Source: an optimization exercise on an open RTL-to-GDS flow (aim: small area). Production flows keep margins and buffers that such runs may drop.
At most, simulation tests tie the RTL to the original design; equivalence was not proved.
No functional check of the RTL was part of runs 3 to 5.
Power is estimated from default activity; no workload was simulated.

--- design/flow/run.sh ---
#!/bin/bash
# synth_recipe.tcl (not shown) runs the flow's synth.tcl, then flattens the netlist and writes it again
# the make line also repeats each setting of config.mk as NAME=value (left out here)
make -C /OpenROAD-flow-scripts/flow DESIGN_CONFIG=/design/flow/config.mk WORK_HOME=/design/flow/orfs CLKGATE_MAP_FILE= SYNTH_SCRIPT=/design/flow/synth_recipe.tcl finish
--- design/flow/config.mk ---
export PLATFORM = sky130hd
export DESIGN_NAME = vb_sense
export DESIGN_NICKNAME = vb_sense
export VERILOG_FILES = /design/flow/design.v
export SDC_FILE = /design/flow/constraint.sdc
export NUM_CORES = 4
export LEC_CHECK = 0
export CAP_MARGIN = 20
export CORE_MARGIN = 2
export CORE_UTILIZATION = 40
export PLACE_DENSITY = 0.6
export SLEW_MARGIN = 20
--- design/flow/constraint.sdc ---
create_clock -name core_clock -period 15.0 [get_ports {clk}]
set_input_delay 3.0000 -clock core_clock [delete_from_list [all_inputs] [get_ports {clk}]]
set_output_delay 3.0000 -clock core_clock [all_outputs]
set_load 0.01 [all_outputs]
--- design/flow/design.v ---
module vb_sense (
    input  wire         clk,
    input  wire         rst,
    input  wire         enable,
    input  wire         tick,
    input  wire [5:0]   s_ls,
    input  wire         s_hs,
    input  wire         hs_en,
    input  wire [95:0]  sense_fs,
    input  wire [95:0]  i_oc,
    input  wire [15:0]  hs_fs,
    input  wire [15:0]  bank_oc,
    output wire [48:0]  f_code,
    output wire [5:0]   oc_fault,
    output wire         bank_oc_fault,
    output reg          meas_valid,
    output wire [101:0] meas_x
);
    function [6:0] sinc2;
        input [14:0] h;    
        integer      j;
        reg   [6:0]  acc;
        reg   [6:0]  w;
        begin
            acc = 7'd0;
            for (j = 0; j < 15; j = j + 1)
            begin
                w = (j < 8) ? j[6:0] + 7'd1 : 7'd15 - j[6:0];
                if (h[j]) acc = acc + w;
            end
            sinc2 = acc;
        end
    endfunction
    function [11:0] wtab;
        input [7:0] idx;
        begin
            case (idx)
            8'd0: wtab = 12'd2080;
            8'd1: wtab = 12'd2016;
            8'd2: wtab = 12'd1953;
            8'd3: wtab = 12'd1891;
            8'd4: wtab = 12'd1830;
            8'd5: wtab = 12'd1770;
            8'd6: wtab = 12'd1711;
            8'd7: wtab = 12'd1653;
            8'd8: wtab = 12'd1596;
            8'd9: wtab = 12'd1540;
            8'd10: wtab = 12'd1485;
            8'd11: wtab = 12'd1431;
            8'd12: wtab = 12'd1378;
            8'd13: wtab = 12'd1326;
            8'd14: wtab = 12'd1275;
            8'd15: wtab = 12'd1225;
            8'd16: wtab = 12'd1176;
            8'd17: wtab = 12'd1128;
            8'd18: wtab = 12'd1081;
            8'd19: wtab = 12'd1035;
            8'd20: wtab = 12'd990;
            8'd21: wtab = 12'd946;
            8'd22: wtab = 12'd903;
            8'd23: wtab = 12'd861;
            8'd24: wtab = 12'd820;
            8'd25: wtab = 12'd780;
            8'd26: wtab = 12'd741;
            8'd27: wtab = 12'd703;
            8'd28: wtab = 12'd666;
            8'd29: wtab = 12'd630;
            8'd30: wtab = 12'd595;
            8'd31: wtab = 12'd561;
            8'd32: wtab = 12'd528;
            8'd33: wtab = 12'd496;
            8'd34: wtab = 12'd465;
            8'd35: wtab = 12'd435;
            8'd36: wtab = 12'd406;
            8'd37: wtab = 12'd378;
            8'd38: wtab = 12'd351;
            8'd39: wtab = 12'd325;
            8'd40: wtab = 12'd300;
            8'd41: wtab = 12'd276;
            8'd42: wtab = 12'd253;
            8'd43: wtab = 12'd231;
            8'd44: wtab = 12'd210;
            8'd45: wtab = 12'd190;
            8'd46: wtab = 12'd171;
            8'd47: wtab = 12'd153;
            8'd48: wtab = 12'd136;
            8'd49: wtab = 12'd120;
            8'd50: wtab = 12'd105;
            8'd51: wtab = 12'd91;
            8'd52: wtab = 12'd78;
            8'd53: wtab = 12'd66;
            8'd54: wtab = 12'd55;
            8'd55: wtab = 12'd45;
            8'd56: wtab = 12'd36;
            8'd57: wtab = 12'd28;
            8'd58: wtab = 12'd21;
            8'd59: wtab = 12'd15;
            8'd60: wtab = 12'd10;
            8'd61: wtab = 12'd6;
            8'd62: wtab = 12'd3;
            8'd63: wtab = 12'd1;
            8'd64: wtab = 12'd2016;
            8'd65: wtab = 12'd2080;
            8'd66: wtab = 12'd2142;
            8'd67: wtab = 12'd2202;
            8'd68: wtab = 12'd2260;
            8'd69: wtab = 12'd2316;
            8'd70: wtab = 12'd2370;
            8'd71: wtab = 12'd2422;
            8'd72: wtab = 12'd2472;
            8'd73: wtab = 12'd2520;
            8'd74: wtab = 12'd2566;
            8'd75: wtab = 12'd2610;
            8'd76: wtab = 12'd2652;
            8'd77: wtab = 12'd2692;
            8'd78: wtab = 12'd2730;
            8'd79: wtab = 12'd2766;
            8'd80: wtab = 12'd2800;
            8'd81: wtab = 12'd2832;
            8'd82: wtab = 12'd2862;
            8'd83: wtab = 12'd2890;
            8'd84: wtab = 12'd2916;
            8'd85: wtab = 12'd2940;
            8'd86: wtab = 12'd2962;
            8'd87: wtab = 12'd2982;
            8'd88: wtab = 12'd3000;
            8'd89: wtab = 12'd3016;
            8'd90: wtab = 12'd3030;
            8'd91: wtab = 12'd3042;
            8'd92: wtab = 12'd3052;
            8'd93: wtab = 12'd3060;
            8'd94: wtab = 12'd3066;
            8'd95: wtab = 12'd3070;
            8'd96: wtab = 12'd3072;
            8'd97: wtab = 12'd3072;
            8'd98: wtab = 12'd3070;
            8'd99: wtab = 12'd3066;
            8'd100: wtab = 12'd3060;
            8'd101: wtab = 12'd3052;
            8'd102: wtab = 12'd3042;
            8'd103: wtab = 12'd3030;
            8'd104: wtab = 12'd3016;
            8'd105: wtab = 12'd3000;
            8'd106: wtab = 12'd2982;
            8'd107: wtab = 12'd2962;
            8'd108: wtab = 12'd2940;
            8'd109: wtab = 12'd2916;
            8'd110: wtab = 12'd2890;
            8'd111: wtab = 12'd2862;
            8'd112: wtab = 12'd2832;
            8'd113: wtab = 12'd2800;
            8'd114: wtab = 12'd2766;
            8'd115: wtab = 12'd2730;
            8'd116: wtab = 12'd2692;
            8'd117: wtab = 12'd2652;
            8'd118: wtab = 12'd2610;
            8'd119: wtab = 12'd2566;
            8'd120: wtab = 12'd2520;
            8'd121: wtab = 12'd2472;
            8'd122: wtab = 12'd2422;
            8'd123: wtab = 12'd2370;
            8'd124: wtab = 12'd2316;
            8'd125: wtab = 12'd2260;
            8'd126: wtab = 12'd2202;
            8'd127: wtab = 12'd2142;
            8'd128: wtab = 12'd0;
            8'd129: wtab = 12'd0;
            8'd130: wtab = 12'd1;
            8'd131: wtab = 12'd3;
            8'd132: wtab = 12'd6;
            8'd133: wtab = 12'd10;
            8'd134: wtab = 12'd15;
            8'd135: wtab = 12'd21;
            8'd136: wtab = 12'd28;
            8'd137: wtab = 12'd36;
            8'd138: wtab = 12'd45;
            8'd139: wtab = 12'd55;
            8'd140: wtab = 12'd66;
            8'd141: wtab = 12'd78;
            8'd142: wtab = 12'd91;
            8'd143: wtab = 12'd105;
            8'd144: wtab = 12'd120;
            8'd145: wtab = 12'd136;
            8'd146: wtab = 12'd153;
            8'd147: wtab = 12'd171;
            8'd148: wtab = 12'd190;
            8'd149: wtab = 12'd210;
            8'd150: wtab = 12'd231;
            8'd151: wtab = 12'd253;
            8'd152: wtab = 12'd276;
            8'd153: wtab = 12'd300;
            8'd154: wtab = 12'd325;
            8'd155: wtab = 12'd351;
            8'd156: wtab = 12'd378;
            8'd157: wtab = 12'd406;
            8'd158: wtab = 12'd435;
            8'd159: wtab = 12'd465;
            8'd160: wtab = 12'd496;
            8'd161: wtab = 12'd528;
            8'd162: wtab = 12'd561;
            8'd163: wtab = 12'd595;
            8'd164: wtab = 12'd630;
            8'd165: wtab = 12'd666;
            8'd166: wtab = 12'd703;
            8'd167: wtab = 12'd741;
            8'd168: wtab = 12'd780;
            8'd169: wtab = 12'd820;
            8'd170: wtab = 12'd861;
            8'd171: wtab = 12'd903;
            8'd172: wtab = 12'd946;
            8'd173: wtab = 12'd990;
            8'd174: wtab = 12'd1035;
            8'd175: wtab = 12'd1081;
            8'd176: wtab = 12'd1128;
            8'd177: wtab = 12'd1176;
            8'd178: wtab = 12'd1225;
            8'd179: wtab = 12'd1275;
            8'd180: wtab = 12'd1326;
            8'd181: wtab = 12'd1378;
            8'd182: wtab = 12'd1431;
            8'd183: wtab = 12'd1485;
            8'd184: wtab = 12'd1540;
            8'd185: wtab = 12'd1596;
            8'd186: wtab = 12'd1653;
            8'd187: wtab = 12'd1711;
            8'd188: wtab = 12'd1770;
            8'd189: wtab = 12'd1830;
            8'd190: wtab = 12'd1891;
            8'd191: wtab = 12'd1953;
            default: wtab = 12'd0;
            endcase
        end
    endfunction
    wire       clr  = rst | ~enable;
    wire       inst = tick & enable & ~rst;
    wire [6:0] bits = {s_hs, s_ls};
    integer n;
    genvar  c;
    reg  [14:0] hist [0:6];            
    reg  [5:0]  q    [0:6];            
    reg  [6:0]  prev_hit;
    reg  [6:0]  sticky;
    wire [6:0]  hit;
    generate
        for (c = 0; c < 7; c = c + 1) begin : g_fast
            wire [6:0] f = sinc2(hist[c]);
            assign f_code[7*c +: 7] = f;
            assign hit[c] = (f[6] | f[5]) & ({f[6], f[4:0]} >= q[c]);
        end
    endgenerate
    assign oc_fault      = sticky[5:0] | (hit[5:0] & prev_hit[5:0]);
    assign bank_oc_fault = sticky[6]   | (hit[6] & prev_hit[6]);
    always @(posedge clk) begin
        if (clr) begin
            for (n = 0; n < 7; n = n + 1) hist[n] <= 15'd0;
            prev_hit <= 7'd0;
            sticky   <= 7'd0;
        end else if (tick) begin
            for (n = 0; n < 7; n = n + 1) hist[n] <= {hist[n][13:0], bits[n]};
            prev_hit <= hit;
            sticky   <= {bank_oc_fault, oc_fault};
        end
    end
    reg  [2:0]  dch;                   
    reg  [1:0]  dph;                   
    reg  [15:0] rem;
    reg  [3:0]  qq;
    reg  [15:0] d_fs, d_i;
    always @(*) begin
        case (dch)
            3'd0: begin d_fs = sense_fs[15:0];  d_i = i_oc[15:0];  end
            3'd1: begin d_fs = sense_fs[31:16]; d_i = i_oc[31:16]; end
            3'd2: begin d_fs = sense_fs[47:32]; d_i = i_oc[47:32]; end
            3'd3: begin d_fs = sense_fs[63:48]; d_i = i_oc[63:48]; end
            3'd4: begin d_fs = sense_fs[79:64]; d_i = i_oc[79:64]; end
            3'd5: begin d_fs = sense_fs[95:80]; d_i = i_oc[95:80]; end
            default: begin d_fs = hs_fs;        d_i = bank_oc;     end
        endcase
    end
    wire [15:0] r0  = (dph == 2'd0) ? d_i : rem;
    wire [16:0] t1  = {r0, 1'b0} - {1'b0, d_fs};
    wire        qa  = ~t1[16] | r0[15];
    wire [15:0] r1  = qa ? t1[15:0] : {r0[14:0], 1'b0};
    wire [16:0] t2  = {r1, 1'b0} - {1'b0, d_fs};
    wire        qb  = ~t2[16] | r1[15];
    wire [15:0] r2  = qb ? t2[15:0] : {r1[14:0], 1'b0};
    wire [5:0]  qfin = {1'b0, qq, qa} + {5'd0, (r1 != 16'd0)};
    always @(posedge clk) begin
        if (clr) begin
            dch <= 3'd0;
            dph <= 2'd0;
        end else if (dph == 2'd2) begin
            dph <= 2'd0;
            dch <= (dch == 3'd6) ? 3'd0 : dch + 3'd1;
        end else begin
            dph <= dph + 2'd1;
        end
        rem <= r2;
        qq  <= (dph == 2'd0) ? {2'b00, qa, qb} : {qq[1:0], qa, qb};
        if (dph == 2'd2)
            for (n = 0; n < 7; n = n + 1)
                if (dch == n)
                    q[n] <= (n == 6 && !hs_en) ? 6'd63 : qfin;
    end
    reg  [5:0]  pos;                   
    reg  [1:0]  blk;                   
    reg  [1:0]  ph;                    
    reg  [2:0]  fl;                    
    reg  [2:0]  zl;                    
    reg  [2:0]  dl;                    
    wire        apply = |fl;
    wire        zero  = |zl;
    wire [1:0]  role  = (ph == blk) ? 2'd0 :
                        (ph == ((blk == 2'd2) ? 2'd0 : blk + 2'd1)) ? 2'd1 : 2'd2;
    wire        zc    = apply & (role == 2'd2) & (pos == 6'd0);
    wire [11:0] w     = wtab({role, pos});
    wire        dec   = inst & (pos == 6'd62);
    wire        cap   = (|dl) & (role == 2'd0);
    always @(posedge clk) begin
        if (rst) begin
            blk <= 2'd0;
            ph  <= 2'd0;
            dl  <= 3'd0;
        end else begin
            if (inst && pos == 6'd63) blk <= (blk == 2'd2) ? 2'd0 : blk + 2'd1;
            ph  <= (ph == 2'd2) ? 2'd0 : ph + 2'd1;
            dl  <= {dl[1:0], dec};
        end
        if (clr) begin
            pos <= 6'd63;
            fl  <= 3'd0;
        end else begin
            if (inst) pos <= pos + 6'd1;
            fl  <= {fl[1:0], inst};
        end
        zl <= {zl[1:0], clr};
    end
    reg         mact;
    reg  [4:0]  mstep;
    always @(posedge clk) begin
        if (rst) begin
            mact       <= 1'b0;
            meas_valid <= 1'b0;
        end else begin
            meas_valid <= mact & (mstep == 5'd17);
            if (cap) mact <= 1'b1;
            else if (mstep == 5'd17) mact <= 1'b0;
        end
        mstep <= cap ? 5'd0 : mstep + 5'd1;
    end
    generate
        for (c = 0; c < 6; c = c + 1) begin : g_meas
            reg  [18:0] r0q, r1q, r2q;     
            reg  [15:0] fs_q;
            reg         mbit;
            reg         sgn;
            reg  [15:0] pu;
            reg  [17:0] pl;
            wire [18:0] base = (zero | zc) ? 19'd0 : r2q;
            wire [18:0] sum  = base + ((apply & hist[c][0]) ? {7'd0, w} : 19'd0);
            always @(posedge clk) begin
                r0q <= sum;
                r1q <= r0q;
                r2q <= r1q;
                if (dec) begin
                    fs_q <= sense_fs[16*c +: 16];
                    mbit <= s_ls[c];
                end
                if (cap) sgn <= ~r2q[17];
            end
            wire        last = (mstep == 5'd17);
            wire [16:0] opnd = pl[0] ? (last ? ~{1'b0, fs_q} : {1'b0, fs_q}) : 17'd0;
            wire        cin  = last ? pl[0] : sgn;
            wire [16:0] s    = {1'b0, pu} + opnd + {16'd0, cin};
            always @(posedge clk) begin
                if (cap) begin
                    pu <= mbit ? fs_q : 16'd0;
                    pl <= {~r2q[17], r2q[16:0]};
                end else begin
                    pu <= s[16:1];
                    pl <= {s[0], pl[17:1]};
                end
            end
            assign meas_x[17*c +: 17] = {pu, pl[17]};
        end
    endgenerate
endmodule
==> flow_summary.ini, run 1 <==
[global_route]
grt_pass1_vias = 38100
grt_max_degree = 145
grt.overflow.total = 0
grt_pass1_wl_mm = 220
antenna_found_initial = 10
grt_usage_pct = 22.0

[setup_path]
worst_setup_path_start_kind = flop
cp_max_fo = 8
worstPathRequired_ps = 12000
critical_path_arrival_ps = 8820
cpMaxStageDelayCell = xnor2_1
cpMostUsedCell = ha_1
endpoint_kind = output port
crit_type = reg2out
worst_path_largest_cell_delay_ps = 530

[synthesis]
netlist_top_cells_area = dfxtp_1 (28%), edfxtp_1 (9.1%), ha_1 (8.8%), xnor2_1 (7.7%), nand2_1 (4.5%)
syn_nets = 6181
synthArstFlopShare_pct = 0
yosysSeqAreaShare_pct = 37.2
synth-seq-cells = 848
synth_most_common_cell = dfxtp_1
syn_inst = 5575
yosysTopAreaCellShare_pct = 28.1
synth_area_sq_um = 49600
synth_edf_count = 150
synth_top_flop_cell = dfxtp_1
ys_top_cells_by_count = dfxtp_1 (698), nand2_1 (599), xnor2_1 (435)
yosysTopAreaCell = dfxtp_1
yosysWarnings = 3
ys_types = 105
avgSynthCellArea_sq_um = 8.90

[timing]
skew_ps = 53.5
setup_viol = 0
slew_violations = 0
rsz0062_at_grt = false
slew_headroom_pct = 23.5
tightest_slew_ps = 1150
tns_ps = 0
whs_ps = 277
hold_violations = 0
fmax_ghz = 0.0846
min_period_ps = 11820
final.period_utilization_pct = 78.8

[clock_network]
holdBufCountCts = 0
cts_resized = 0
clk_latency_ps = 710
cts-root-buf = clkbuf_16
tritoncts = built
clockBufferDepth = 3
cts_setup_buffers = 0
cts_sinks = 848
cts-htree-levels = 3
cts.clk_slew.worst_paths_ps = 60
cts-buffers-inserted = 96

[die]
start_util_pct = 40.2
die_width_um = 356
die_area_sq_um = 127000
core_area_sq_um = 123000
placementRows = 129
ios = 395
die_h_um = 356

[status]
status = complete, no violations

[cells_and_area]
n_fill_cell = 11800
layoutNonFillerInstCount = 7572
multiInputGateArea_sq_um = 29100
regArea_sq_um = 18500
layout-area-overhead-vs-synth_pct = 17.8
final_util_pct = 47.4
final_layout_size_suffix_gt1_share_pct = 5.58
final_nets = 6455

[drt]
vias = 39800
wl_mm = 144
first_iter_violations = 2386
drt.antenna.violating_nets = 0
drc = 0
drt-pass1-iter-count = 7
routed_via_density = 5.25
wl_per_cell_um = 19.0

[placed_design]
gp_congestion = 0.938
post-dp-hpwl_mm = 107
numPortBuffers = 394
post-place-cells = 7388

[worst_hold_path]
holdCritPathClass = reg2reg

[power_and_ir_drop]
power_w = 0.00803
ir_drop_v = 0.0000910
powerDensity_nw_per_um2 = 137
leakage_nw = 24.2

[flow_run]
drv_cap = 0
-- cell usage in the layout (no fill, tap or decap), types with 63 or more instances in the layout --
cell,instances
inv_1,309
edfxtp_1,150
nand2b_1,74
a21oi_1,250
a21o_1,83
dfxtp_1,698
nor2_1,418
clkdlybuf4s50_1,393
a22oi_1,92
mux2i_1,158
o21bai_1,87
o21ai_0,268
ha_1,351
xor2_1,145
nand3_1,197
nor2b_1,63
and2_1,211
xnor2_1,435
clkbuf_16,104
nand2_1,599
-- report_power, final --
part / internal, W / switching (W) / leakage, nW / total, W
combinational: 0.00123 / 0.00137 / 15.4 / 0.00259
sequential: 0.00270 / 0.000248 / 7.05 / 0.00295
clock: 0.00145 / 0.00104 / 1.66 / 0.00249
-- final timing paths --
check	from	endpoint	slack, ps	cells past startpoint
worst max-delay path	hist[1][0]	oc_fault[1]	3180	36
worst min-delay path	g_meas[1].r1q[3]	g_meas[1].r2q[3]	280	0
worst max register to register	dch[2]	rem[9]	5740	36
worst min register to register	g_meas[1].r1q[3]	g_meas[1].r2q[3]	280	0
-- registers in the layout, summed over array words and instances, names as in the netlist, 2 cells and up --
| name | count |
|---|---|
| ph | 2 |
| sticky | 7 |
| pos | 6 |
| dph | 2 |
| g_meas.r1q | 108 |
| qq | 4 |
| blk | 2 |
| g_meas.pu | 96 |
| g_meas.sgn | 6 |
| dl | 3 |
| g_meas.mbit | 6 |
| fl | 3 |
| rem | 16 |
| g_meas.r0q | 108 |
| g_meas.fs_q | 96 |
| hist | 105 |
| g_meas.r2q | 108 |
| zl | 3 |
| q | 42 |
| dch | 3 |
| g_meas.pl | 108 |
| mstep | 5 |
| prev_hit | 7 |
-- layer usage --
metal / global-route usage (%) / share of wire, %
met5: 0 / 0.0049
met4: 9.58 / 4.4
met3: 3.24 / 5.3
met2: 37.6 / 47
met1: 27.6 / 44
-- through the flow --
| step | setup WS (ps) | instance area (sq um) |
|---|---|---|
| after floorplan | 5130 | 49600 |
| after global placement | 4230 | 55000 |
| after detailed placement | 3970 | 55000 |
| after CTS | 3190 | 58500 |
| after global routing | 2390 | 58500 |
| final | 3180 | 58500 |
-- worst max-delay path, delay by kind of cell, from the launching register on --
kind | cells | cell delay [ps]
flip-flops | 1 | 460
adder cells (fa/ha/maj) | 7 | 1930
buffers and inverters | 5 | 880
AND/OR/NAND/NOR | 10 | 1480
AO/OA/AOI/OAI | 7 | 1560
XOR/XNOR | 7 | 1850
-- final cells by class --
class | count | share of cell area [%]
antenna | 7 | 0.0300
clock buffer | 129 | 4.88
clock inverter | 48 | 0.995
inverter | 317 | 2.05
multi-input combinational | 4154 | 49.7
sequential | 848 | 31.6
tap | 1637 | 3.50
timing repair buffer | 432 | 7.26
-- logic make-up after synthesis --
family / Yosys count / share of synthesized area, %
DFF: 848 / 37.2
adders and majority gates: 379 / 9.80
xor gates and xnor gates: 613 / 11.7
AOI/OAI and AO/OA: 1120 / 14.9
and+or+nand+nor: 1838 / 17.7
muxes: 204 / 4.26
buffers and inverters: 573 / 4.42
==> inputs of run 2 (changes only) <==
--- a/design/flow/design.v
+++ b/design/flow/design.v
@@ -1 +1,70 @@
+module vbs_rca #(parameter W = 8) (
+    input  wire [W-1:0] a,
+    input  wire [W-1:0] b,
+    input  wire         ci,
+    output wire [W-1:0] s,
+    output wire         co
+);
+    wire [W:0] c;
+    assign c[0] = ci;
+    genvar i;
+    generate
+        for (i = 0; i < W; i = i + 1) begin : g
+            assign s[i]   = a[i] ^ b[i] ^ c[i];
+            assign c[i+1] = (a[i] & b[i]) | (a[i] & c[i]) | (b[i] & c[i]);
+        end
+    endgenerate
+    assign co = c[W];
+endmodule
+module vbs_sinc2(input [14:0] h, output [6:0] f);
+    wire n1 = h[0] ^ h[2] ^ h[4];
+    wire n2 = (h[0] & h[2]) | (h[0] & h[4]) | (h[2] & h[4]);
+    wire n3 = h[6] ^ h[8] ^ h[10];
+    wire n4 = (h[6] & h[8]) | (h[6] & h[10]) | (h[8] & h[10]);
+    wire n5 = h[1] ^ h[13] ^ h[2];
+    wire n6 = (h[1] & h[13]) | (h[1] & h[2]) | (h[13] & h[2]);
+    wire n7 = h[12] ^ h[5] ^ h[9];
+    wire n8 = (h[12] & h[5]) | (h[12] & h[9]) | (h[5] & h[9]);
+    wire n9 = h[3] ^ h[11] ^ h[4];
+    wire n10 = (h[3] & h[11]) | (h[3] & h[4]) | (h[11] & h[4]);
+    wire n11 = h[10] ^ h[5] ^ h[9];
+    wire n12 = (h[10] & h[5]) | (h[10] & h[9]) | (h[5] & h[9]);
+    wire n13 = n1 ^ n3 ^ h[12];
+    wire n14 = (n1 & n3) | (n1 & h[12]) | (n3 & h[12]);
+    wire n15 = n2 ^ n4 ^ n5;
+    wire n16 = (n2 & n4) | (n2 & n5) | (n4 & n5);
+    wire n17 = n7 ^ h[6] ^ h[8];
+    wire n18 = (n7 & h[6]) | (n7 & h[8]) | (h[6] & h[8]);
+    wire n19 = n6 ^ n8 ^ n9;
+    wire n20 = (n6 & n8) | (n6 & n9) | (n8 & n9);
+    wire n21 = n11 ^ h[6] ^ h[8];
+    wire n22 = (n11 & h[6]) | (n11 & h[8]) | (h[6] & h[8]);
+    wire n23 = n10 ^ n12 ^ h[7];
+    wire n24 = (n10 & n12) | (n10 & h[7]) | (n12 & h[7]);
+    wire n25 = n14 ^ n15 ^ n17;
+    wire n26 = (n14 & n15) | (n14 & n17) | (n15 & n17);
+    wire n27 = n16 ^ n18 ^ n19;
+    wire n28 = (n16 & n18) | (n16 & n19) | (n18 & n19);
+    wire n29 = n20 ^ n22 ^ n23;
+    wire n30 = (n20 & n22) | (n20 & n23) | (n22 & n23);
+    wire n31 = n26 ^ n27 ^ n21;
+    wire n32 = (n26 & n27) | (n26 & n21) | (n27 & n21);
+    wire n33 = n32 ^ n28 ^ n29;
+    wire n34 = (n32 & n28) | (n32 & n29) | (n28 & n29);
+    wire n35 = n34 ^ n30 ^ n24;
+    wire n36 = (n34 & n30) | (n34 & n24) | (n30 & n24);
+    wire n37 = n13 ^ h[14];
+    wire n38 = n13 & h[14];
+    wire n39 = n25 ^ n38;
+    wire n40 = n25 & n38;
+    wire n41 = n31 ^ n40;
+    wire n42 = n31 & n40;
+    wire n43 = n33 ^ n42;
+    wire n44 = n33 & n42;
+    wire n45 = n35 ^ n44;
+    wire n46 = n35 & n44;
+    wire n47 = n36 ^ n46;
+    wire n48 = n36 & n46;
+    assign f = {n48, n47, n45, n43, n41, n39, n37};
+endmodule
 module vb_sense (
@@ -18,17 +87,2 @@
 );
-    function [6:0] sinc2;
-        input [14:0] h;    
-        integer      j;
-        reg   [6:0]  acc;
-        reg   [6:0]  w;
-        begin
-            acc = 7'd0;
-            for (j = 0; j < 15; j = j + 1)
-            begin
-                w = (j < 8) ? j[6:0] + 7'd1 : 7'd15 - j[6:0];
-                if (h[j]) acc = acc + w;
-            end
-            sinc2 = acc;
-        end
-    endfunction
     function [11:0] wtab;
@@ -238,3 +292,3 @@
     genvar  c;
-    reg  [14:0] hist [0:6];            
+    reg         fresh;                 
     reg  [5:0]  q    [0:6];            
@@ -243,7 +297,21 @@
     wire [6:0]  hit;
+    always @(posedge clk) begin
+        if (clr)       fresh <= 1'b1;
+        else if (inst) fresh <= 1'b0;
+    end
     generate
         for (c = 0; c < 7; c = c + 1) begin : g_fast
-            wire [6:0] f = sinc2(hist[c]);
+            reg  [14:0] h;             
+            wire        h0 = h[0] & ~fresh;
+            wire [6:0]  f;
+            vbs_sinc2 u_s (.h({h[14:1], h0}), .f(f));
+            always @(posedge clk) begin
+                if (clr)       h[14:1] <= 14'd0;
+                else if (inst) h[14:1] <= {h[13:1], h0};
+                if (inst)      h[0] <= bits[c];
+            end
             assign f_code[7*c +: 7] = f;
-            assign hit[c] = (f[6] | f[5]) & ({f[6], f[4:0]} >= q[c]);
+            wire        ge;
+            vbs_rca #(6) u_c (.a({f[6], f[4:0]}), .b(~q[c]), .ci(1'b1), .s(), .co(ge));
+            assign hit[c] = (f[6] | f[5]) & ge;
         end
@@ -254,3 +322,2 @@
         if (clr) begin
-            for (n = 0; n < 7; n = n + 1) hist[n] <= 15'd0;
             prev_hit <= 7'd0;
@@ -258,3 +325,2 @@
         end else if (tick) begin
-            for (n = 0; n < 7; n = n + 1) hist[n] <= {hist[n][13:0], bits[n]};
             prev_hit <= hit;
@@ -279,10 +345,14 @@
     end
-    wire [15:0] r0  = (dph == 2'd0) ? d_i : rem;
-    wire [16:0] t1  = {r0, 1'b0} - {1'b0, d_fs};
-    wire        qa  = ~t1[16] | r0[15];
-    wire [15:0] r1  = qa ? t1[15:0] : {r0[14:0], 1'b0};
-    wire [16:0] t2  = {r1, 1'b0} - {1'b0, d_fs};
-    wire        qb  = ~t2[16] | r1[15];
-    wire [15:0] r2  = qb ? t2[15:0] : {r1[14:0], 1'b0};
-    wire [5:0]  qfin = {1'b0, qq, qa} + {5'd0, (r1 != 16'd0)};
+    wire [15:0] r0 = (dph == 2'd0) ? d_i : rem;
+    wire [15:0] t1, t2;
+    wire        nb1, nb2;
+    vbs_rca #(16) u_d1 (.a({r0[14:0], 1'b0}), .b(~d_fs), .ci(1'b1), .s(t1), .co(nb1));
+    wire        qa = nb1 | r0[15];
+    wire [15:0] r1 = qa ? t1 : {r0[14:0], 1'b0};
+    vbs_rca #(16) u_d2 (.a({r1[14:0], 1'b0}), .b(~d_fs), .ci(1'b1), .s(t2), .co(nb2));
+    wire        qb = nb2 | r1[15];
+    wire [15:0] r2 = qb ? t2 : {r1[14:0], 1'b0};
+    wire [4:0]  qfl = {qq, qa};
+    wire [5:0]  qfin;
+    vbs_rca #(5) u_d3 (.a(qfl), .b(5'd0), .ci(r1 != 16'd0), .s(qfin[4:0]), .co(qfin[5]));
     always @(posedge clk) begin
@@ -317,3 +387,2 @@
     wire        dec   = inst & (pos == 6'd62);
-    wire        cap   = (|dl) & (role == 2'd0);
     always @(posedge clk) begin
@@ -337,25 +406,25 @@
     end
-    reg         mact;
-    reg  [4:0]  mstep;
-    always @(posedge clk) begin
-        if (rst) begin
-            mact       <= 1'b0;
-            meas_valid <= 1'b0;
-        end else begin
-            meas_valid <= mact & (mstep == 5'd17);
-            if (cap) mact <= 1'b1;
-            else if (mstep == 5'd17) mact <= 1'b0;
-        end
-        mstep <= cap ? 5'd0 : mstep + 5'd1;
-    end
+    reg         cact;                  
+    reg  [2:0]  cch;                   
+    reg  [3:0]  cstep;                 
+    wire        cfirst = (cstep == 4'd0);
+    wire        clast  = (cstep == 4'd15);
+    wire        capv   = (|dl) & (role == 2'd0);
+    reg  [18:0] mv;                    
+    reg         mm;                    
+    wire [17:0] u_in;
+    reg  [17:0] u;
+    wire [18:0] ms;
     generate
         for (c = 0; c < 6; c = c + 1) begin : g_meas
-            reg  [18:0] r0q, r1q, r2q;     
-            reg  [15:0] fs_q;
-            reg         mbit;
-            reg         sgn;
-            reg  [15:0] pu;
-            reg  [17:0] pl;
-            wire [18:0] base = (zero | zc) ? 19'd0 : r2q;
-            wire [18:0] sum  = base + ((apply & hist[c][0]) ? {7'd0, w} : 19'd0);
+            reg  [17:0] r0q, r1q, r2q;     
+            reg  [18:0] v;                 
+            reg  [15:0] fsr;               
+            wire        zb   = (zero | zc) & ~capv;
+            wire [17:0] base = zb ? 18'd0 : r2q;
+            wire [11:0] wadd = ((apply | capv) & g_fast[c].h[0]) ? w : 12'd0;
+            wire [17:0] sum;
+            wire        sco;
+            vbs_rca #(18) u_r (.a(base), .b({6'd0, wadd}), .ci(1'b0), .s(sum), .co(sco));
+            wire        mine = cact & (cch == c);
             always @(posedge clk) begin
@@ -364,24 +433,47 @@
                 r2q <= r1q;
-                if (dec) begin
-                    fs_q <= sense_fs[16*c +: 16];
-                    mbit <= s_ls[c];
-                end
-                if (cap) sgn <= ~r2q[17];
+                if (capv)
+                    v <= {~sco & ~sum[17], ~sum[17], sum[16:0]};
+                else if (mine && clast)
+                    v[16:0] <= ms[18:2];
+                if (dec)
+                    fsr <= sense_fs[16*c +: 16];
+                else if (mine)
+                    fsr <= {1'b0, fsr[15:1]};
             end
-            wire        last = (mstep == 5'd17);
-            wire [16:0] opnd = pl[0] ? (last ? ~{1'b0, fs_q} : {1'b0, fs_q}) : 17'd0;
-            wire        cin  = last ? pl[0] : sgn;
-            wire [16:0] s    = {1'b0, pu} + opnd + {16'd0, cin};
-            always @(posedge clk) begin
-                if (cap) begin
-                    pu <= mbit ? fs_q : 16'd0;
-                    pl <= {~r2q[17], r2q[16:0]};
-                end else begin
-                    pu <= s[16:1];
-                    pl <= {s[0], pl[17:1]};
+            assign meas_x[17*c +: 17] = v[16:0];
+        end
+    endgenerate
+    always @(*) begin
+        case (cch)
+            3'd0: begin mv = g_meas[0].v; mm = g_meas[0].fsr[0]; end
+            3'd1: begin mv = g_meas[1].v; mm = g_meas[1].fsr[0]; end
+            3'd2: begin mv = g_meas[2].v; mm = g_meas[2].fsr[0]; end
+            3'd3: begin mv = g_meas[3].v; mm = g_meas[3].fsr[0]; end
+            3'd4: begin mv = g_meas[4].v; mm = g_meas[4].fsr[0]; end
+            default: begin mv = g_meas[5].v; mm = g_meas[5].fsr[0]; end
+        endcase
+    end
+    assign u_in = cfirst ? {1'b0, mv[18], 16'd0} : u;
+    vbs_rca #(19) u_m (.a({u_in[17], u_in}), .b(mm ? mv : 19'd0), .ci(mv[18]),
+                       .s(ms), .co());
+    always @(posedge clk) begin
+        u <= ms[18:1];
+        if (rst) begin
+            cact       <= 1'b0;
+            meas_valid <= 1'b0;
+        end else begin
+            meas_valid <= cact & clast & (cch == 3'd5);
+            if (capv) begin
+                cact  <= 1'b1;
+                cch   <= 3'd0;
+                cstep <= 4'd0;
+            end else if (cact) begin
+                cstep <= cstep + 4'd1;
+                if (clast) begin
+                    cch <= cch + 3'd1;
+                    if (cch == 3'd5) cact <= 1'b0;
                 end
             end
-            assign meas_x[17*c +: 17] = {pu, pl[17]};
         end
-    endgenerate
+    end
 endmodule
==> flow_summary.ini, run 2 <==
[status]
status = complete, no violations

[die]
die_area_sq_um = 94900
start_util_pct = 40.4
die_width_um = 308
ios = 395
core_area_sq_um = 91700
die_h_um = 308
placementRows = 111

[clock_network]
holdBufCountCts = 0
cts-buffers-inserted = 83
cts-htree-levels = 3
clockBufferDepth = 3
cts.clk_slew.worst_paths_ps = 60
cts_sinks = 767
tritoncts = built
clk_latency_ps = 670
cts-root-buf = clkbuf_16

[setup_path]
worstPathRequired_ps = 15550
cpMaxStageDelayCell = fa_2
r2r_start = dch[0]
reg2reg_depth = 44
crit_type = in2reg
worst_path_largest_cell_delay_ps = 400
cp_max_fo = 4
cpMostUsedCell = fa_2
r2r_setup_slack_ps = 1270
r2r_end = rem[7]
worst_setup_path_start_kind = input port
cp_num_buf_inv = 5
critical_path_arrival_ps = 15370
endpoint_kind = flop
crit_family = adder cells

[timing]
whs_ps = 311
skew_ps = 59.6
fin_ws_ps = 186
fmax_ghz = 0.0675
tightest_slew_ps = 1080
hold_violations = 0
rsz0062_at_grt = true
slew_violations = 0
slew_headroom_pct = 27.6
min_period_ps = 14810
setup_viol = 0
final.period_utilization_pct = 98.8

[drt]
first_iter_violations = 1770
wl_mm = 101
vias = 25000
drc = 0
routed_via_density = 5.06
wl_per_cell_um = 20.4
drt.antenna.violating_nets = 0
drt-pass1-iter-count = 7

[worst_hold_path]
holdCritPathClass = reg2reg
hold_depth = 0
min_from = g_meas[0].r0q[9]
min_to = g_meas[0].r1q[9]

[global_route]
grt_pass1_vias = 25100
grt_usage_pct = 21.1
grt.overflow.total = 0
grt_max_degree = 98
grt_pass1_wl_mm = 152
antenna_found_initial = 15

[synthesis]
yosysTopAreaCell = dfxtp_1
ys_top_cells_by_count = nand2_1 (572), dfxtp_1 (501), edfxtp_1 (266)
ys_types = 85
synth_top_flop_cell = dfxtp_1
synth_edf_count = 266
syn_nets = 4048
netlist_top_cells_area = dfxtp_1 (27%), edfxtp_1 (22%), fa_1 (13%), nand2_1 (5.8%), ha_1 (4.1%)
synth-seq-cells = 767
yosysTopAreaCellShare_pct = 27.1
syn_inst = 3451
synth_most_common_cell = nand2_1
yosysWarnings = 2
avgSynthCellArea_sq_um = 10.7
yosysSeqAreaShare_pct = 48.7
synthArstFlopShare_pct = 0
synth_area_sq_um = 37000

[placed_design]
place_ws_ps = -1180
post-dp-hpwl_mm = 72.4
postPlaceCellArea_sq_um = 41300
numPortBuffers = 394
gp_congestion = 0.873

[cells_and_area]
n_fill_cell = 8479
layout-area-overhead-vs-synth_pct = 20.0
final_util_pct = 48.4
final_common_cell = nand2_1
fin_area_sq_um = 44400
final_layout_size_suffix_gt1_share_pct = 8.19
largest_reg_flops = 114
final_nets = 4274
regMostFlops = g_meas.v
mostFrequentLayoutCells = nand2_1 (571), dfxtp_1 (498), clkdlybuf4s50_1 (376)

[power_and_ir_drop]
ir_drop_v = 0.0000846
leakage_nw = 18.2
powerDensity_nw_per_um2 = 119

[flow_run]
drv_cap = 0
## run 2: cell count changes in the layout (fill, tap and decap cells not counted), moves of 87 or more
cell      previous run  this run
xnor2_1            435        11
ha_1               351       121
dfxtp_1            698       498
fa_1                19       210
o21ai_0            268        87
and2_1             211        32
nand3_1            197        24
a21oi_1            250        78
nor2_1             418       262
xor2_1             145         5
edfxtp_1           150       266
o21bai_1            87         0
## run 2: timing repair
action / 4_1_cts / 5_1_grt
setup endpoints to repair: 17 / 17
endpoints found under the hold margin: 0 / 0
pin swaps: 3 / 3
gates resized for setup: 21 / 32
setup buffers: 1 / 2
## run 2: metrics by stage
step / TNS, ps / std cells / power, W
after floorplan: -598 / 3451 / 0.00287
after global placement: -16650 / 4775 / 0.00316
after detailed placement: -18850 / 4775 / 0.00317
after CTS: 0 / 4932 / 0.00531
after global routing: -2590 / 4940 / 0.00549
final: 0 / 4941 / 0.00527
## run 2: power breakdown
part	internal, W	switching [W]	total (W)
registers	0.00231	0.0000349	0.00235
clock network	0.00124	0.000890	0.00213
logic	0.000329	0.000464	0.000793
total	0.00388	0.00139	0.00527
## run 2: cell families after synthesis
logic type,Yosys count,share of synthesized area (%)
compound gates,421,7.83
xor+xnor,16,0.379
fa+ha+maj,374,17.4
buf+inv,584,7.63
flops,767,48.7
mux,168,4.68
simple gates,1121,13.4
## run 2: metal layers
layer  vias to the layer above  global-route usage, %  wire (um)
met5                         -                      0        107
met4                        16                   6.35       2640
met3                       151                   3.81       6550
met2                       751                   34.3      47300
met1                     12300                   28.7      44100
li1                      11800                      -          -
## run 2: how the worst max path moves through the flow
stage	from	end	slack, ps	cells past startpoint
after floorplan	i_oc[80]	rem[1]	-60	41
after global placement	sense_fs[81]	rem[15]	-1020	44
after detailed placement	sense_fs[81]	rem[10]	-1180	44
after CTS	i_oc[16]	rem[10]	10	42
after global routing	sense_fs[81]	rem[12]	-210	44
final	sense_fs[81]	rem[7]	190	44
## run 2: layout make-up
type	instances	area, sq um	area share [%]
flip-flops and latches	767	18000	40.6
multi-input cells	2100	16500	37.1
repair buffers	457	4430	9.99
clock buffers	121	2490	5.62
well taps	1186	1480	3.34
inverters	268	1010	2.27
clock inverters	35	439	0.990
diodes	7	17.5	0.0395
==> inputs of run 3 (changes only) <==
--- a/design/flow/design.v
+++ b/design/flow/design.v
@@ -293,3 +293,4 @@
     reg         fresh;                 
-    reg  [5:0]  q    [0:6];            
+    reg  [4:0]  q    [0:6];            
+    reg  [6:0]  qz;                    
     reg  [6:0]  prev_hit;
@@ -314,3 +315,3 @@
             wire        ge;
-            vbs_rca #(6) u_c (.a({f[6], f[4:0]}), .b(~q[c]), .ci(1'b1), .s(), .co(ge));
+            vbs_rca #(6) u_c (.a({f[6], f[4:0]}), .b(~{1'b0, q[c]}), .ci(qz[c]), .s(), .co(ge));
             assign hit[c] = (f[6] | f[5]) & ge;
@@ -325,3 +326,3 @@
         end else if (tick) begin
-            prev_hit <= hit;
+            prev_hit <= {hit[6] & hs_en, hit[5:0]};
             sticky   <= {bank_oc_fault, oc_fault};
@@ -329,3 +330,3 @@
     end
-    reg  [2:0]  dch;                   
+    reg  [6:0]  dsel;                  
     reg  [1:0]  dph;                   
@@ -333,14 +334,17 @@
     reg  [3:0]  qq;
-    reg  [15:0] d_fs, d_i;
-    always @(*) begin
-        case (dch)
-            3'd0: begin d_fs = sense_fs[15:0];  d_i = i_oc[15:0];  end
-            3'd1: begin d_fs = sense_fs[31:16]; d_i = i_oc[31:16]; end
-            3'd2: begin d_fs = sense_fs[47:32]; d_i = i_oc[47:32]; end
-            3'd3: begin d_fs = sense_fs[63:48]; d_i = i_oc[63:48]; end
-            3'd4: begin d_fs = sense_fs[79:64]; d_i = i_oc[79:64]; end
-            3'd5: begin d_fs = sense_fs[95:80]; d_i = i_oc[95:80]; end
-            default: begin d_fs = hs_fs;        d_i = bank_oc;     end
-        endcase
-    end
+    wire [111:0] fs_all = {hs_fs, sense_fs};
+    wire [111:0] i_all  = {bank_oc, i_oc};
+    wire [15:0]  d_fs, d_i;
+    generate
+        for (c = 0; c < 16; c = c + 1) begin : g_dmux
+            wire [6:0] tf, ti;
+            genvar k;
+            for (k = 0; k < 7; k = k + 1) begin : g_k
+                assign tf[k] = dsel[k] & fs_all[16*k + c];
+                assign ti[k] = dsel[k] & i_all[16*k + c];
+            end
+            assign d_fs[c] = |tf;
+            assign d_i[c]  = |ti;
+        end
+    endgenerate
     wire [15:0] r0 = (dph == 2'd0) ? d_i : rem;
@@ -354,14 +358,11 @@
     wire [15:0] r2 = qb ? t2 : {r1[14:0], 1'b0};
-    wire [4:0]  qfl = {qq, qa};
-    wire [5:0]  qfin;
-    vbs_rca #(5) u_d3 (.a(qfl), .b(5'd0), .ci(r1 != 16'd0), .s(qfin[4:0]), .co(qfin[5]));
     always @(posedge clk) begin
         if (clr) begin
-            dch <= 3'd0;
-            dph <= 2'd0;
+            dsel <= 7'd1;
+            dph  <= 2'd0;
         end else if (dph == 2'd2) begin
-            dph <= 2'd0;
-            dch <= (dch == 3'd6) ? 3'd0 : dch + 3'd1;
+            dph  <= 2'd0;
+            dsel <= {dsel[5:0], dsel[6]};
         end else begin
-            dph <= dph + 2'd1;
+            dph  <= dph + 2'd1;
         end
@@ -369,6 +370,7 @@
         qq  <= (dph == 2'd0) ? {2'b00, qa, qb} : {qq[1:0], qa, qb};
-        if (dph == 2'd2)
-            for (n = 0; n < 7; n = n + 1)
-                if (dch == n)
-                    q[n] <= (n == 6 && !hs_en) ? 6'd63 : qfin;
+        for (n = 0; n < 7; n = n + 1)
+            if (dph == 2'd2 && dsel[n]) begin
+                q[n]  <= {qq, qa};
+                qz[n] <= (r1 == 16'd0);
+            end
     end
@@ -407,3 +409,3 @@
     reg         cact;                  
-    reg  [2:0]  cch;                   
+    reg  [5:0]  csel;                  
     reg  [3:0]  cstep;                 
@@ -412,4 +414,4 @@
     wire        capv   = (|dl) & (role == 2'd0);
-    reg  [18:0] mv;                    
-    reg         mm;                    
+    wire [18:0] mv;                    
+    wire        mm;                    
     wire [17:0] u_in;
@@ -417,2 +419,4 @@
     wire [18:0] ms;
+    wire [18:0] vsel [0:5];
+    wire [5:0]  msel;
     generate
@@ -428,3 +432,2 @@
             vbs_rca #(18) u_r (.a(base), .b({6'd0, wadd}), .ci(1'b0), .s(sum), .co(sco));
-            wire        mine = cact & (cch == c);
             always @(posedge clk) begin
@@ -435,9 +438,9 @@
                     v <= {~sco & ~sum[17], ~sum[17], sum[16:0]};
-                else if (mine && clast)
+                else if (cact && csel[c] && clast)
                     v[16:0] <= ms[18:2];
-                if (dec)
-                    fsr <= sense_fs[16*c +: 16];
-                else if (mine)
-                    fsr <= {1'b0, fsr[15:1]};
+                if (dec) fsr <= sense_fs[16*c +: 16];
+                else     fsr <= {fsr[0], fsr[15:1]};
             end
+            assign vsel[c] = csel[c] ? v : 19'd0;
+            assign msel[c] = csel[c] & fsr[13];
             assign meas_x[17*c +: 17] = v[16:0];
@@ -445,12 +448,4 @@
     endgenerate
-    always @(*) begin
-        case (cch)
-            3'd0: begin mv = g_meas[0].v; mm = g_meas[0].fsr[0]; end
-            3'd1: begin mv = g_meas[1].v; mm = g_meas[1].fsr[0]; end
-            3'd2: begin mv = g_meas[2].v; mm = g_meas[2].fsr[0]; end
-            3'd3: begin mv = g_meas[3].v; mm = g_meas[3].fsr[0]; end
-            3'd4: begin mv = g_meas[4].v; mm = g_meas[4].fsr[0]; end
-            default: begin mv = g_meas[5].v; mm = g_meas[5].fsr[0]; end
-        endcase
-    end
+    assign mv = vsel[0] | vsel[1] | vsel[2] | vsel[3] | vsel[4] | vsel[5];
+    assign mm = |msel;
     assign u_in = cfirst ? {1'b0, mv[18], 16'd0} : u;
@@ -464,6 +459,6 @@
         end else begin
-            meas_valid <= cact & clast & (cch == 3'd5);
-            if (capv) begin
+            meas_valid <= cact & clast & csel[5];
+            if (dl[2]) begin
                 cact  <= 1'b1;
-                cch   <= 3'd0;
+                csel  <= 6'd1;
                 cstep <= 4'd0;
@@ -472,4 +467,4 @@
                 if (clast) begin
-                    cch <= cch + 3'd1;
-                    if (cch == 3'd5) cact <= 1'b0;
+                    csel <= {csel[4:0], 1'b0};
+                    if (csel[5]) cact <= 1'b0;
                 end
--- a/design/flow/config.mk
+++ b/design/flow/config.mk
@@ -7,2 +7,3 @@
 export LEC_CHECK = 0
+export ABC_AREA = 1
 export CAP_MARGIN = 20
@@ -10,2 +11,3 @@
 export CORE_UTILIZATION = 40
+export CTS_BUF_LIST = sky130_fd_sc_hd__clkbuf_4 sky130_fd_sc_hd__clkbuf_8
 export PLACE_DENSITY = 0.6
==> flow_summary.ini, run 3 <==
[setup_path]
r2r_start = dsel[5]
worstPathRequired_ps = 15720
crit_cells = 45
r2r_setup_slack_ps = 2130
cp_max_fo = 5
crit_family = adder cells
crit_path_end = rem[10]
cpMaxStageDelayCell = fa_2
cpMostUsedCell = fa_2
r2r_end = rem[10]
reg2reg_depth = 44
worst_setup_path_start_kind = input port
worst_path_largest_cell_delay_ps = 430
startpoint = bank_oc[0]
crit_type = in2reg
endpoint_kind = flop
critical_path_arrival_ps = 15410
cp_num_buf_inv = 5

[synthesis]
synth_top_flop_cell = dfxtp_1
ys_types = 46
synth-seq-cells = 774
netlist_top_cells_area = dfxtp_1 (33%), edfxtp_1 (14%), fa_1 (13%), nand2_1 (12%), inv_1 (4.7%)
ys_top_cells_by_count = nand2_1 (1126), dfxtp_1 (601), inv_1 (452)
syn_inst = 3892
yosysWarnings = 2
avgSynthCellArea_sq_um = 9.27
synth_edf_count = 173
synthArstFlopShare_pct = 0
yosysTopAreaCellShare_pct = 33.4
synth_most_common_cell = nand2_1
yosysSeqAreaShare_pct = 47.8
synth_area_sq_um = 36100
yosysTopAreaCell = dfxtp_1
syn_nets = 4477

[drt]
routed_via_density = 4.75
first_iter_violations = 1524
drt.antenna.violating_nets = 0
wl_mm = 96.5
drc = 0
drt-pass1-iter-count = 5
vias = 26000
wl_per_cell_um = 17.6

[worst_hold_path]
holdCritPathClass = reg2reg

[clock_network]
clockBufferDepth = 3
cts_sinks = 774
cts-buffers-inserted = 134
clk_latency_ps = 810
tritoncts = built
cts-htree-levels = 4
cts-root-buf = clkbuf_8
cts.clk_slew.worst_paths_ps = 60

[placed_design]
place_ws_ps = -914
numPortBuffers = 394
post-dp-hpwl_mm = 71.2
gp_congestion = 0.910

[cells_and_area]
final_layout_size_suffix_gt1_share_pct = 9.32
multiInputGateArea_sq_um = 15400
largest_reg_flops = 114
final_common_cell = nand2_1
layout-area-overhead-vs-synth_pct = 19.9
regMostFlops = g_meas.v
n_fill_cell = 8521
final_nets = 4777
mostFrequentLayoutCells = nand2_1 (1123), dfxtp_1 (601), inv_1 (448)
regArea_sq_um = 17200

[timing]
fmax_ghz = 0.0681
fin_ws_ps = 307
slew_headroom_pct = 29.6
whs_ps = 303
slew_violations = 0
tightest_slew_ps = 1060
tns_ps = 0
min_period_ps = 14690
final.period_utilization_pct = 98.0
skew_ps = 43.0
setup_viol = 0
hold_violations = 0

[die]
die_width_um = 304
ios = 395
die_h_um = 304
placementRows = 110
core_area_sq_um = 89700
die_area_sq_um = 92600
start_util_pct = 40.2

[global_route]
antenna_found_initial = 2
grt_max_degree = 95
grt_pass1_wl_mm = 151
grt_usage_pct = 21.0
grt.overflow.total = 0
grt_pass1_vias = 26600

[status]
status = complete, no violations

[flow_run]
drv_cap = 0

[power_and_ir_drop]
leakage_nw = 19.3
ir_drop_v = 0.0000748
powerDensity_nw_per_um2 = 132
==> run 3: changes by cell type in the layout (fill, tap and decap cells not counted), moves of 82 or more <==
cell / before / now
nand2_1: 571 / 1123
inv_1: 260 / 448
mux2i_1: 145 / 0
clkbuf_8: 14 / 145
nor2b_1: 123 / 0
dfxtp_1: 498 / 601
edfxtp_1: 266 / 173
clkbuf_16: 89 / 1
nor2_1: 262 / 180
==> run 3: layout make-up <==
type                    instances  area share, %
multi-input cells            2346           35.5
clock buffers                 208           5.71
inverters                     457           3.97
flip-flops and latches        774           39.8
repair buffers                479           10.7
diodes                          2         0.0116
clock inverters                30          0.885
well taps                    1176           3.40
==> run 3: worst min-delay path by stage <==
stage,startpoint,end,slack (ps),cells past startpoint
final,g_meas[5].r1q[3],g_meas[5].r2q[3],300,0
after floorplan,g_meas[0].r0q[0],g_meas[0].r1q[0],310,0
after detailed placement,g_meas[0].r0q[2],g_meas[0].r1q[2],310,0
after global placement,g_meas[2].r1q[9],g_meas[2].r2q[9],310,0
after CTS,g_meas[0].r1q[6],g_meas[0].r2q[6],300,0
after global routing,g_meas[3].r1q[0],g_meas[3].r2q[0],310,0
==> run 3: kinds of logic after synthesis <==
kind of cell | count (synthesis) | share of synthesized area [%]
simple gates | 1472 | 16.3
flops | 774 | 47.8
compound gates | 518 | 8.66
xor+xnor | 6 | 0.146
fa+ha+maj | 349 | 17.1
buf+inv | 773 | 10.1
==> run 3: worst reg2reg max path, delay by kind of cell, from the launching register on <==
| kind | cells | cell delay [ps] |
|---|---|---|
| adder cells (fa/ha/maj) | 28 | 10100 |
| AND/OR/NAND/NOR | 10 | 1130 |
| buffers and inverters | 3 | 200 |
| flip-flops | 1 | 900 |
| AO/OA/AOI/OAI | 3 | 460 |
==> run 3: power breakdown <==
part	switching [W]	internal (W)
sequential	0.0000614	0.00241
combinational	0.000729	0.000492
clock	0.000897	0.00114
==> run 3: what timing repair did <==
item,CTS,global route
resized for setup,2,12
setup endpoints to repair,14,17
pin swaps,3,30
buffers inserted,0,2
cloned,0,2
hold buffers,0,0
==> run 3: metal layers <==
| metal | share of wire (%) | global-route usage, % |
|---|---|---|
| met1 | 43 | 26.7 |
| met2 | 48 | 35.5 |
| met5 | 0.012 | 0 |
| met4 | 2.6 | 6.97 |
| met3 | 5.6 | 4.60 |
==> run 3: metrics by stage <==
| step | area, sq um | std cells | utilization [%] | power, W |
|---|---|---|---|---|
| final | 43300 | 5472 | 48.2 | 0.00573 |
| after global routing | 43300 | 5472 | 48.2 | 0.00606 |
| after CTS | 43200 | 5466 | 48.1 | 0.00577 |
| after detailed placement | 40300 | 5228 | 44.9 | 0.00372 |
| after global placement | 40300 | 5228 | 44.9 | 0.00370 |
| after floorplan | 36200 | 3892 | - | 0.00330 |
==> inputs of run 4 (changes only) <==
==> design/flow/flow/run.sh (new file) <==
#!/bin/bash
# The standard layout (standard.sh), with the ports buffered by the
# smallest buffer (sky130_fd_sc_hd__buf_1) instead of the default choice.
# make's output goes to flow_make.log; each ORFS step logs under orfs/logs.
set -euo pipefail
bash standard.sh "BUFFER_PORTS_ARGS=-buffer_cell sky130_fd_sc_hd__buf_1" finish > flow_make.log 2>&1
==> design/flow/standard.sh (new file) <==
#!/bin/bash
# synth_recipe.tcl (not shown) runs the flow's synth.tcl, then flattens the netlist and writes it again
# the make line also repeats each setting of config.mk as NAME=value (left out here)
make -C /OpenROAD-flow-scripts/flow DESIGN_CONFIG=/design/flow/config.mk WORK_HOME=/design/flow/orfs CLKGATE_MAP_FILE= SYNTH_SCRIPT=/design/flow/synth_recipe.tcl "${@:-finish}"
--- a/design/flow/config.mk
+++ b/design/flow/config.mk
@@ -7,3 +7,2 @@
 export LEC_CHECK = 0
-export ABC_AREA = 1
 export CAP_MARGIN = 20
@@ -11,3 +10,4 @@
 export CORE_UTILIZATION = 40
-export CTS_BUF_LIST = sky130_fd_sc_hd__clkbuf_4 sky130_fd_sc_hd__clkbuf_8
+export CTS_CLUSTER_DIAMETER = 60
+export CTS_CLUSTER_SIZE = 30
 export PLACE_DENSITY = 0.6
removed: design/flow/run.sh
==> flow_summary.ini, run 4 <==
[synthesis]
yosysTopAreaCell = dfxtp_1
synth_most_common_cell = dfxtp_1
synth_edf_count = 173
syn_nets = 3881
synthArstFlopShare_pct = 0
synth_top_flop_cell = dfxtp_1
yosysSeqAreaShare_pct = 49.0
ys_types = 73
avgSynthCellArea_sq_um = 10.7
yosysWarnings = 2
yosysTopAreaCellShare_pct = 34.2
synth_area_sq_um = 35200
syn_inst = 3296
netlist_top_cells_area = dfxtp_1 (34%), edfxtp_1 (15%), fa_1 (14%), nand2_1 (6.1%), ha_1 (3.9%)
synth-seq-cells = 774
ys_top_cells_by_count = dfxtp_1 (601), nand2_1 (575), inv_1 (250)

[setup_path]
cpMaxStageDelayCell = fa_2
cp_num_buf_inv = 3
r2r_end = rem[10]
crit_family = adder cells
r2r_start = dsel[6]
reg2reg_depth = 41
worst_path_largest_cell_delay_ps = 470
crit_type = in2reg
cpMostUsedCell = fa_2
critical_path_arrival_ps = 15300
r2r_setup_slack_ps = 1830
endpoint_kind = flop
startpoint = i_oc[80]
cp_max_fo = 4
worstPathRequired_ps = 15610
worst_setup_path_start_kind = input port

[die]
core_area_sq_um = 86900
placementRows = 108
die_width_um = 301
ios = 395
die_h_um = 301
start_util_pct = 40.5
die_area_sq_um = 90300

[clock_network]
holdBufCountCts = 0
cts-root-buf = clkbuf_16
clockBufferDepth = 3
clk_latency_ps = 720
cts-buffers-inserted = 61
tritoncts = built
cts_sinks = 774
cts-htree-levels = 2
cts.clk_slew.worst_paths_ps = 100

[cells_and_area]
regMostFlops = g_meas.v
n_fill_cell = 8186
layout-area-overhead-vs-synth_pct = 11.6
final_nets = 4080
fin_area_sq_um = 39200
largest_reg_flops = 114
multiInputGateArea_sq_um = 15300
final_util_pct = 45.2
mostFrequentLayoutCells = dfxtp_1 (601), nand2_1 (574), buf_1 (393)
final_common_cell = dfxtp_1
regArea_sq_um = 17200
final_layout_size_suffix_gt1_share_pct = 6.65

[timing]
setup_viol = 0
tns_ps = 0
hold_violations = 0
slew_headroom_pct = 32.0
slew_violations = 0
skew_ps = 114
min_period_ps = 14690
fmax_ghz = 0.0681
final.period_utilization_pct = 97.9
tightest_slew_ps = 1020
fin_ws_ps = 309

[global_route]
grt_max_degree = 97
grt-busiest-layer = met2
antenna_found_initial = 4
grt_pass1_vias = 23900
met1_usage_pct = 28.9
grtUsageMet2_pct = 32.4
grt.overflow.total = 0
grt_pass1_wl_mm = 144
use_met3_pct = 4.07
grt_usage_pct = 20.8

[placed_design]
gp_congestion = 0.935
numPortBuffers = 394
postPlaceCellArea_sq_um = 36700
post-dp-hpwl_mm = 68.1
place_ws_ps = -424

[drt]
drc = 0
first_iter_violations = 2201
wl_per_cell_um = 20.1
drt.antenna.violating_nets = 0
drt-pass1-iter-count = 10
wl_mm = 94.8
routed_via_density = 5.09
vias = 24000

[worst_hold_path]
min_to = g_meas[0].r2q[16]
hold_depth = 0
min_from = g_meas[0].r1q[16]
holdCritPathClass = reg2reg

[power_and_ir_drop]
ir_drop_v = 0.000118
powerDensity_nw_per_um2 = 134
power_w = 0.00525
leakage_nw = 16.2

[flow_run]
drv_cap = 0

[status]
status = complete, no violations
-- run 4: final cells by class --
type                            instances  share of cell area [%]
Antenna cell                            4                  0.0255
Tap cell                             1155                    3.68
Inverter                              255                    2.45
Timing Repair Buffer                  449                    4.85
Sequential cell                       774                    43.9
Multi-Input combinational cell       1954                    38.9
Clock inverter                         52                    2.13
Clock buffer                           64                    4.08
-- run 4: how the worst max path moves through the flow --
stage | depth (start not counted) | end
2_1_floorplan | 44 | rem[10]
3_3_place_gp | 42 | rem[5]
3_5_place_dp | 42 | rem[8]
4_1_cts | 42 | rem[8]
5_1_grt | 42 | rem[2]
6_report | 42 | rem[10]
-- run 4: per-layer routing --
layer,share of wire [%],wire length [um],vias to the layer above
li1,-,-,11100
met1,44,41900,11900
met2,45,42900,805
met3,7.2,6820,174
met4,3.3,3160,4
met5,0.025,24,-
-- run 4: kinds of logic after synthesis --
logic type	synth area share (%)
simple gates	13.1
flops	49.0
buf+inv	8.06
compound gates	8.03
fa+ha+maj	17.8
mux	3.63
xor+xnor	0.349
-- run 4: what timing repair did --
| action | CTS | global route |
|---|---|---|
| buffers inserted | 0 | 1 |
| endpoints found under the setup margin | 0 | 16 |
| gates resized for setup | 0 | 7 |
-- run 4: worst reg2reg max path, delay by kind of cell, from the launching register on --
family	cells	cell delay [ps]
AND/OR/NAND/NOR	4	470
AO/OA/AOI/OAI	3	590
multiplexers	1	190
buffers and inverters	3	530
adder cells (fa/ha/maj)	29	10420
XOR/XNOR	1	160
flip-flops	1	730
-- run 4: where the power goes --
part / internal (W) / total (W) / switching [W]
sequential: 0.00239 / 0.00245 / 0.0000580
combinational: 0.000330 / 0.000924 / 0.000594
clock: 0.000900 / 0.00188 / 0.000982
-- run 4: through the flow --
| step | std cells | hold slack, ps |
|---|---|---|
| 2_1_floorplan | 3296 | 310 |
| 3_3_place_gp | 4582 | 310 |
| 3_5_place_dp | 4582 | 312 |
| 4_1_cts | 4698 | 270 |
| 5_1_grt | 4703 | 278 |
| 6_report | 4707 | 266 |
==> inputs of run 5 (changes only) <==
--- a/design/flow/config.mk
+++ b/design/flow/config.mk
@@ -10,4 +10,4 @@
 export CORE_UTILIZATION = 40
-export CTS_CLUSTER_DIAMETER = 60
-export CTS_CLUSTER_SIZE = 30
+export CTS_CLUSTER_DIAMETER = 80
+export CTS_CLUSTER_SIZE = 25
 export PLACE_DENSITY = 0.6
==> flow_summary.ini, run 5 <==
[drt]
drc = 0
wl_per_cell_um = 20.2
vias = 23800
drt.antenna.violating_nets = 0
drt-pass1-iter-count = 8
first_iter_violations = 2293
routed_via_density = 5.10
wl_mm = 94.2

[global_route]
grt.overflow.total = 0
grtUsageMet2_pct = 32.2
grt_pass1_vias = 23600
grt-busiest-layer = met2
antenna_found_initial = 3
grt_max_degree = 97
use_met3_pct = 3.60
grt_pass1_wl_mm = 143
grt_usage_pct = 20.6
met1_usage_pct = 29.0

[setup_path]
endpoint_kind = flop
crit_type = in2reg
r2r_start = dph[0]
critical_path_arrival_ps = 15330
worst_path_largest_cell_delay_ps = 520
cpMaxStageDelayCell = fa_2
cp_max_fo = 4
worstPathRequired_ps = 15550
worst_setup_path_start_kind = input port
cp_num_buf_inv = 3
cpMostUsedCell = fa_2
startpoint = i_oc[80]
crit_family = adder cells

[placed_design]
gp_congestion = 0.935
post-place-cells = 4582
post-dp-hpwl_mm = 68.1
postPlaceCellArea_sq_um = 36700
numPortBuffers = 394

[synthesis]
yosys.area_share.simple_pct = 13.1
synthArstFlopShare_pct = 0
synth_edf_count = 173
synth_top_flop_cell = dfxtp_1
ys_types = 73
synth_most_common_cell = dfxtp_1
yosysSeqAreaShare_pct = 49.0
synthXorXnorAreaFrac_pct = 0.349
ys_top_cells_by_count = dfxtp_1 (601), nand2_1 (575), inv_1 (250)
synth_adder_area_share_pct = 17.8
synth-compound-area-share_pct = 8.03
yosysWarnings = 2
muxShareOfSynthArea_pct = 3.63
synth_top_family_by_area = adder cells
syn_inst = 3296
synth-seq-cells = 774
netlist_top_cells_area = dfxtp_1 (34%), edfxtp_1 (15%), fa_1 (14%), nand2_1 (6.1%), ha_1 (3.9%)
yosysTopAreaCellShare_pct = 34.2
yosysTopAreaCell = dfxtp_1
synth_area_sq_um = 35200
avgSynthCellArea_sq_um = 10.7
syn_nets = 3881

[timing]
tightest_slew_ps = 1030
hold_violations = 0
rsz0062_at_grt = true
fmax_ghz = 0.0677
setup_viol = 0
min_period_ps = 14780
slew_violations = 0
slew_headroom_pct = 31.4
final.period_utilization_pct = 98.5
skew_ps = 43.3

[clock_network]
cts-buffers-inserted = 44
tritoncts = built
cts.clk_slew.worst_paths_ps = 100
clk_latency_ps = 630
clockBufferDepth = 3
cts-htree-levels = 2
cts_sinks = 774
cts-root-buf = clkbuf_16

[status]
status = complete, no violations

[die]
core_area_sq_um = 86900
die_area_sq_um = 90300
ios = 395
die_h_um = 301
placementRows = 108
start_util_pct = 40.5
die_width_um = 301

[cells_and_area]
fin_area_sq_um = 38300
layoutNonFillerInstCount = 4670
final_util_pct = 44.0
final_layout_size_suffix_gt1_share_pct = 5.27
mostFrequentLayoutCells = dfxtp_1 (601), nand2_1 (574), buf_1 (393)
regMostFlops = g_meas.v
final_common_cell = dfxtp_1
largest_reg_flops = 114
layout-area-overhead-vs-synth_pct = 8.78
final_nets = 4063

[power_and_ir_drop]
ir_drop_v = 0.0000924
leakage_nw = 15.7
powerDensity_nw_per_um2 = 124
power_w = 0.00473

[worst_hold_path]
min_from = g_meas[1].r1q[3]
holdCritPathClass = reg2reg

[flow_run]
drv_cap = 0
==> run 5: cell counts after synthesis <==
No cell type changed its count.
==> run 5: cell type report <==
| cell class | count | area [sq um] |
|---|---|---|
| fill | 8288 | 48600 |
| clock buffer | 61 | 1160 |
| timing repair buffer | 450 | 1910 |
| tap | 1155 | 1450 |
| antenna | 2 | 5.00 |
| multi-input combinational | 1953 | 15300 |
| sequential | 774 | 17200 |
| inverter | 255 | 962 |
| clock inverter | 20 | 290 |
==> run 5: path summary, 6_finish.rpt <==
check | to | slack (ps) | cells past startpoint
setup / recovery | rem[15] | 220 | 42
hold / removal | g_meas[1].r2q[3] | 320 | 0
setup reg to reg | rem[15] | 1800 | 42
hold reg to reg | g_meas[1].r2q[3] | 320 | 0
==> run 5: cell families (layout without fill, tap and decap cells) <==
kind of cell | count (synthesis) | after routing
simple gates | 1066 | 1068
mux | 125 | 125
flops | 774 | 774
other cells | 0 | 2
fa+ha+maj | 361 | 361
buf+inv | 571 | 786
xor+xnor | 14 | 14
compound gates | 385 | 385
==> run 5: metal layers <==
layer	vias up	part of all wire [%]	routed length [um]
met3	165	7.0	6640
met1	11700	45	42000
met4	0	3.4	3180
met2	849	45	42300
li1	11100	-	-
met5	-	0	0
==> run 5: timing repair <==
| action | 4_1_cts | 5_1_grt |
|---|---|---|
| hold buffers | 0 | 0 |
| endpoints found under the setup margin | 0 | 16 |
| hold endpoints to repair | 0 | 0 |
| setup buffers | 0 | 2 |
| gates resized for setup | 0 | 9 |
==> run 5: report_power, final <==
group	switching (W)	internal, W
Clock	0.000770	0.000588
Combinational	0.000596	0.000332
Sequential	0.0000578	0.00239
Total	0.00142	0.00331
==> run 5: metrics by stage <==
step	setup WS (ps)	hold slack [ps]	setup TNS, ps
after floorplan	28.7	310	0
after global placement	-246	310	-3880
after detailed placement	-424	312	-6570
after CTS	205	320	0
after global routing	-83.4	333	-1060
final	218	320	0

[separate check: timing with driven ports]
The flow's constraints put no driver on any port. The routed layouts listed below were extracted and timed again, unchanged, in two steps. Step 1: set_driving_cell puts a clkbuf_16 on clk and a buf_2 on each other input, an assumption about the parent block. Step 2, shift: input delay + t, output delay - t, t = (earliest + latest rising clock arrival at the registers) / 2. This alone moves slack from input paths to output paths. Three values: no drivers, after step 1, after step 2; two values: the first two.
| run | shift t [ns] | setup slack, ns | latest minus earliest clock arrival (ns) | slew at the worst register clock pin (ns) | worst slew at a driven data input, ns |
|---|---|---|---|---|---|
| run 1 | 0.752 | 3.182 / 3.110 / 3.861 | 0.055 / 0.055 | 0.07 / 0.07 | 0.17 |
| run 2 | 0.701 | 0.186 / 0.211 / -0.490 | 0.060 / 0.060 | 0.06 / 0.06 | 0.12 |
| run 3 | 0.851 | 0.307 / 0.343 / -0.507 | 0.043 / 0.043 | 0.06 / 0.06 | 0.08 |
| run 4 | 0.738 | 0.309 / 0.349 / -0.389 | 0.114 / 0.113 | 0.11 / 0.11 | 0.14 |
| run 5 | 0.679 | 0.218 / 0.256 / -0.423 | 0.044 / 0.044 | 0.10 / 0.10 | 0.13 |
With both steps, setup timing fails in run 2, run 3, run 4 and run 5, where it was met with ideal ports. The setup slack of run 3, which loses most, moves by +0.036 ns with the drivers and by -0.814 ns with both steps.
